Context: an optimization exercise on an open-source flow, tuned for small area, a short achievable clock period and few clock cycles per item. The choices shown serve that exercise and are no tape-out recipe.
The RTL was checked by simulation tests, not by an equivalence proof against the original design.

## aes_enc_core
module aes_enc_core (
    input  wire         clk,
    input  wire         rst,         
    input  wire         in_valid,
    output wire         in_ready,
    input  wire         key_256,     
    input  wire [255:0] key,
    input  wire [127:0] block_in,
    output reg          out_valid,
    output wire [127:0] block_out
);
    genvar i;
    reg  [127:0] st1;
    reg  [255:0] k1;
    reg          busy1, mode1, last1;
    reg  [3:0]   round1;
    reg  [7:0]   rcon1;
    reg          ksel_w, ksel_rw, ksel_rh;
    reg  [255:0] m2;         
    reg  [63:0]  km2;        
    reg  [255:0] k2;
    reg          busy2, mode2, last2;
    reg  [3:0]   round2;
    reg  [7:0]   rcon2;
    reg  [127:0] out_q;
    reg          in_ready_q;
    assign block_out = out_q;
    assign in_ready = in_ready_q;
    wire load = in_ready;
    wire [127:0] ark = st1 ^ k1[255:128];
    wire [31:0]  kx_in = ({32{ksel_w}}  & k1[31:0])
                       | ({32{ksel_rw}} & {k1[23:0], k1[31:24]})
                       | ({32{ksel_rh}} & {k1[151:128], k1[159:152]});
    wire [63:0]  inv1, tl1;
    wire [15:0]  kinv1, ktl1;
    generate
        for (i = 0; i < 16; i = i + 1) begin : g_sbt
            aes_sbox_top u_t (.in(ark[127-8*i -: 8]), .inv(inv1[63-4*i -: 4]),
  ...
For scale: roughly 6300 cells after synthesis, about 1100 flip-flops, about 520 I/O pins, ~61000 um^2 of cells after synthesis.
export LEC_CHECK = 0
export CAP_MARGIN = 20
export CORE_MARGIN = 2
export CORE_UTILIZATION = 60
export PLACE_DENSITY = 0.7
export SETUP_SLACK_MARGIN = 5
export SLEW_MARGIN = 20
create_clock -name core_clock -period 9.0 [get_ports {clk}]
standard.sh (not shown) runs the stock make flow with config.mk's settings and CLKGATE_MAP_FILE= SYNTH_SCRIPT=/design/flow/synth_recipe.tcl, a recipe that flattens the netlist after the stock synthesis.
==> flow/flow/run.sh <==
#!/bin/bash
set -euo pipefail
rm -rf scripts
cp -r "$FLOW_HOME/scripts" scripts
cat > scripts/abc_speed.script <<'EOT'
&get -n
&st
&dch
&nf
&put
topo
stime -c
buffer -c
upsize -c
dnsize -c
EOT
bash standard.sh SCRIPTS_DIR="$PWD/scripts" SETUP_SLACK_MARGIN=5.45 \
  "BUFFER_PORTS_ARGS=-buffer_cell sky130_fd_sc_hd__buf_1" finish > standard.log 2>&1
Testbench counts at the start, summed over its fixed seeds: cycles 23,252, items 1,920.
Change:
--- a/flow/flow/run.sh
+++ b/flow/flow/run.sh
@@ -16,3 +16,4 @@
 EOT
 bash standard.sh SCRIPTS_DIR="$PWD/scripts" SETUP_SLACK_MARGIN=5.45 \
-  "BUFFER_PORTS_ARGS=-buffer_cell sky130_fd_sc_hd__buf_1" finish > standard.log 2>&1
+  "BUFFER_PORTS_ARGS=-buffer_cell sky130_fd_sc_hd__buf_1" \
+  "CTS_ARGS=-sink_clustering_enable -repair_clock_nets -dont_use_dummy_load" finish > standard.log 2>&1
Effect: Design area fell by 1.7%; final cell count fell by about 1.1%; synthesized cell count is unchanged; sequential cell count does not change; via count fell by about 0.8%.

---

aes_enc_core again, from the RTL that the note above started with.
clock: 9.0 ns
lec_check: 0
cap_margin: 20
core_margin: 2
core_utilization: 60
place_density: 0.7
setup_slack_margin: 5
slew_margin: 20
==> flow/flow/run.sh <==
#!/bin/bash
# The standard layout (settings from config.mk), with the smallest buffer on every port.
set -euo pipefail
bash standard.sh SETUP_SLACK_MARGIN=5.3 "BUFFER_PORTS_ARGS=-buffer_cell sky130_fd_sc_hd__buf_1" finish > standard.log 2>&1
The starting point completed with no timing, DRC or antenna violations.
Testbench counts at the start, summed over its fixed seeds: cycles 23,252, items 1,920.
Then changed:
==> flow/flow/run.sh (replaced) <==
#!/bin/bash
set -euo pipefail
rm -rf scripts
cp -r "$FLOW_HOME/scripts" scripts
cat > scripts/abc_speed.script <<'EOT'
&get -n
&st
&dc2
&dch -f
&nf -R 1000
&put
buffer -c
topo
stime -c
upsize -c
dnsize -c
EOT
bash standard.sh SCRIPTS_DIR="$PWD/scripts" SETUP_SLACK_MARGIN=5.6 \
  "BUFFER_PORTS_ARGS=-buffer_cell sky130_fd_sc_hd__buf_1" \
  "CTS_ARGS=-sink_clustering_enable -repair_clock_nets -dont_use_dummy_load -sink_clustering_size 24 -sink_clustering_max_diameter 120" finish > standard.log 2>&1
Effect: The new run completed without violations. Synthesized cell count goes down by about 2.7%. Register-to-register slack gains 330 ps. First-iteration DRC count came out lower by 10%. Die area falls by about 5%. Global-route usage rose by 4.4 points. Clock skew hardly moves.
Then changed:
==> flow/flow/run.sh (replaced) <==
#!/bin/bash
set -euo pipefail
rm -rf scripts
cp -r "$FLOW_HOME/scripts" scripts
cat > scripts/abc_speed.script <<'EOT'
&get -n
&st
&dch
&nf
&put
topo
stime -c
buffer -c
upsize -c
dnsize -c
EOT
bash standard.sh SCRIPTS_DIR="$PWD/scripts" SETUP_SLACK_MARGIN=5.75 \
  "BUFFER_PORTS_ARGS=-buffer_cell sky130_fd_sc_hd__buf_1" \
  "CTS_ARGS=-sink_clustering_enable -repair_clock_nets -dont_use_dummy_load" finish > standard.log 2>&1
Register-to-register slack improves by 130 ps.
Hold slack is worse by 26 ps.
Die area barely changes.
Clock-buffer cell count rises by 63.
Then changed:
==> flow/flow/run.sh (replaced) <==
#!/bin/bash
# The standard layout (settings from config.mk), with the smallest buffer on every port.
set -euo pipefail
bash standard.sh "BUFFER_PORTS_ARGS=-buffer_cell sky130_fd_sc_hd__buf_1" finish > standard.log 2>&1
Outcome:
- fmax is lower by about 17%
- routed wire length falls by about 1.7%
- non-clock buffer count drops by 163
- worst setup slack degrades by 690 ps
- die area is higher by about 5.4%
- hold slack gets better by 24 ps

---

Setup of run 1:
Another version of the RTL of aes_enc_core (not shown whole).
Size: roughly 1100 flip-flops.
Settings: LEC_CHECK=0, CAP_MARGIN=20, CORE_MARGIN=2, CORE_UTILIZATION=60, PLACE_DENSITY=0.7, SETUP_SLACK_MARGIN=5, SLEW_MARGIN=20; clock period 9.0 ns.
==> flow/flow/run.sh <==
#!/bin/bash
set -euo pipefail
rm -rf scripts
cp -r "$FLOW_HOME/scripts" scripts
cat > scripts/abc_speed.script <<'EOT'
&get -n
&st
&dch
&nf -R 1000
&put
buffer -c
topo
stime -c
upsize -c
dnsize -c
EOT
bash standard.sh SCRIPTS_DIR="$PWD/scripts" SETUP_SLACK_MARGIN=5.5 \
  "BUFFER_PORTS_ARGS=-buffer_cell sky130_fd_sc_hd__buf_1" \
  "CTS_ARGS=-sink_clustering_enable -repair_clock_nets -dont_use_dummy_load -sink_clustering_size 24 -sink_clustering_max_diameter 120" finish > standard.log 2>&1
Testbench counts of run 1, summed over its fixed seeds: cycles 23,252, items 1,920.
Setup changes, run 1 to run 2
--- a/flow/flow/run.sh
+++ b/flow/flow/run.sh
@@ -17 +17 @@
-bash standard.sh SCRIPTS_DIR="$PWD/scripts" SETUP_SLACK_MARGIN=5.5 \
+bash standard.sh SCRIPTS_DIR="$PWD/scripts" SETUP_SLACK_MARGIN=5.6 \
==> results.txt <==
From run 2 to run 1, count of sequential standard cells did not move at all.
As far as share of final layout cell area taken by clock buffers and inverters is concerned, run 1 and run 2 perform about the same.
Delta (run 2 minus run 1): worst clock skew on the final layout now sits higher, total wirelength of the detailed-routed design now sits higher.
From run 1 to run 2 the numbers moved as follows: final cell count without fillers rose by about 0.4%, die area has remained practically unchanged, critical path depth shrank by 3, number of antenna violations at the first check in global routing shrank by 1.
Setup changes, run 2 to run 3
--- a/flow/flow/run.sh
+++ b/flow/flow/run.sh
@@ -17 +17 @@
-bash standard.sh SCRIPTS_DIR="$PWD/scripts" SETUP_SLACK_MARGIN=5.6 \
+bash standard.sh SCRIPTS_DIR="$PWD/scripts" SETUP_SLACK_MARGIN=5.7 \
- Cmp run 2 and run 3 / total detailed-routing wirelength / lower: run 2
- Changes observed in run 3 relative to run 2: post-route minimum period fell 95 ps; number of non-filler instances in the completed layout rose by 0.95%; worst clock skew on the final layout fell by 6.3 ps; number of DRC violations after detailed-routing iteration 0 saw an increase.
- A capture point of the worst path of out_q[63] is what run 2 shows, while out_q[14] belongs to run 3.

---

RTL: one of the versions met above, not the one the previous note started from.
Size: roughly 6300 cells after synthesis, ~1100 flip-flops, about 520 I/O pins, about 61000 µm² of cells after synthesis.
Design aes_enc_core, start of the top module:
module aes_enc_core (
    input  wire         clk,
    input  wire         rst,         
    input  wire         in_valid,
    output wire         in_ready,
    input  wire         key_256,     
    input  wire [255:0] key,
    input  wire [127:0] block_in,
    output reg          out_valid,
    output wire [127:0] block_out
);
    genvar i;
    reg  [127:0] st1;
    reg  [255:0] k1;
    reg          busy1, mode1, last1;
    reg  [3:0]   round1;
    reg  [7:0]   rcon1;
    reg          ksel_w, ksel_rw, ksel_rh;
    reg  [255:0] m2;         
    reg  [63:0]  km2;        
    reg  [255:0] k2;
    reg          busy2, mode2, last2;
    reg  [3:0]   round2;
    reg  [7:0]   rcon2;
    reg  [127:0] out_q;
    reg          in_ready_q;
    assign block_out = out_q;
    assign in_ready = in_ready_q;
    wire load = in_ready;
    wire [127:0] ark = st1 ^ k1[255:128];
    wire [31:0]  kx_in = ({32{ksel_w}}  & k1[31:0])
                       | ({32{ksel_rw}} & {k1[23:0], k1[31:24]})
                       | ({32{ksel_rh}} & {k1[151:128], k1[159:152]});
    wire [63:0]  inv1, tl1;
    wire [15:0]  kinv1, ktl1;
    generate
        for (i = 0; i < 16; i = i + 1) begin : g_sbt
            aes_sbox_top u_t (.in(ark[127-8*i -: 8]), .inv(inv1[63-4*i -: 4]),
                             .tl(tl1[63-4*i -: 4]));
        end
        for (i = 0; i < 4; i = i + 1) begin : g_ksbt
            aes_sbox_top u_t (.in(kx_in[31-8*i -: 8]), .inv(kinv1[15-4*i -: 4]),
                             .tl(ktl1[15-4*i -: 4]));
        end
    endgenerate
    wire [127:0] sub;
    generate
        for (i = 0; i < 16; i = i + 1) begin : g_sbb
            aes_sbox_bot u_b (.in(m2[255-16*i -: 8]), .inv(m2[247-16*i -: 4]),
                              .tl(m2[243-16*i -: 4]), .out(sub[127-8*i -: 8]));
        end
    endgenerate
    wire [127:0] shifted;
    generate
        for (i = 0; i < 16; i = i + 1) begin : g_sr
            localparam integer R = i % 4;
            localparam integer C = i / 4;
  ...
Settings: LEC_CHECK=0, CAP_MARGIN=20, CORE_MARGIN=2, CORE_UTILIZATION=60, PLACE_DENSITY=0.7, SETUP_SLACK_MARGIN=5, SLEW_MARGIN=20; clock period 9.0 ns.
==> flow/flow/run.sh <==
#!/bin/bash
set -euo pipefail
rm -rf scripts
cp -r "$FLOW_HOME/scripts" scripts
cat > scripts/abc_speed.script <<'EOT'
&get -n
&st
&dch
&nf
&put
topo
stime -c
buffer -c
upsize -c
dnsize -c
EOT
bash standard.sh SCRIPTS_DIR="$PWD/scripts" SETUP_SLACK_MARGIN=5.6 \
  "BUFFER_PORTS_ARGS=-buffer_cell sky130_fd_sc_hd__buf_1" \
  "CTS_ARGS=-sink_clustering_enable -repair_clock_nets -dont_use_dummy_load" finish > standard.log 2>&1
The starting point ran to the end with no violations.
Testbench counts at the start, summed over its fixed seeds: cycles 23,252, items 1,920.
Then changed:
==> flow/flow/run.sh (replaced) <==
#!/bin/bash
set -euo pipefail
rm -rf scripts
cp -r "$FLOW_HOME/scripts" scripts
cat > scripts/abc_speed.script <<'EOT'
&get -n
&st
&dch
&nf
&put
topo
EOT
bash standard.sh SCRIPTS_DIR="$PWD/scripts" SETUP_SLACK_MARGIN=5.6 \
  "BUFFER_PORTS_ARGS=-buffer_cell sky130_fd_sc_hd__buf_1" \
  "CTS_ARGS=-sink_clustering_enable -repair_clock_nets -dont_use_dummy_load -sink_clustering_size 24 -sink_clustering_max_diameter 120" finish > standard.log 2>&1
=>
- cell area shrinks by 1.3%
- wire length drops by 3.0%
- worst setup slack got worse by 0.12 ns
- sequential share of layout area went up by 0.42 points
- utilization rose by 0.12 points

## re-timing with driven ports
How much do the figures lean on ideal ports? The routed layouts below were timed once more, with nothing changed but the port constraints. Step 1 assumes that a clkbuf_16 drives the clock port and a buf_2 every other input. Step 2 also shifts input and output timing later by t, the mid clock arrival at the registers, as if the neighbouring blocks saw the same clock. Slacks: ideal ports / drivers / drivers and shift; pairs: ideal ports / drivers.
run | t, ns | setup slack, ns | latest minus earliest clock arrival (ns) | worst register clock-pin slew, ns | worst slew at a driven data input, ns
the first run of note 1 | 0.786 | 5.409 / 5.409 / 5.409 | 0.024 / 0.025 | 0.07 / 0.07 | 0.07
the second run of note 1 | 0.767 | 5.488 / 5.488 / 5.488 | 0.054 / 0.054 | 0.06 / 0.06 | 0.07
the first run of note 2 | 0.793 | 5.280 / 5.280 / 5.280 | 0.046 / 0.046 | 0.07 / 0.07 | 0.09
the second run of note 2 | 0.771 | 5.614 / 5.614 / 5.614 | 0.044 / 0.044 | 0.11 / 0.11 | 0.11
the third run of note 2 | 0.764 | 5.746 / 5.704 / 5.746 | 0.059 / 0.059 | 0.07 / 0.07 | 0.07
the fourth run of note 2 | 0.792 | 5.059 / 5.059 / 5.059 | 0.040 / 0.040 | 0.07 / 0.07 | 0.09
run 1 | 0.740 | 5.513 / 5.513 / 5.513 | 0.053 / 0.053 | 0.11 / 0.11 | 0.08
run 2 | 0.744 | 5.604 / 5.604 / 5.604 | 0.057 / 0.057 | 0.11 / 0.11 | 0.08
run 3 | 0.744 | 5.699 / 5.699 / 5.699 | 0.054 / 0.054 | 0.11 / 0.11 | 0.08
the first run of note 4 | 0.788 | 5.654 / 5.573 / 5.679 | 0.068 / 0.068 | 0.07 / 0.07 | 0.08
the second run of note 4 | 0.746 | 5.532 / 5.532 / 5.532 | 0.035 / 0.035 | 0.11 / 0.11 | 0.09
After both steps setup and hold are still met in every run listed.
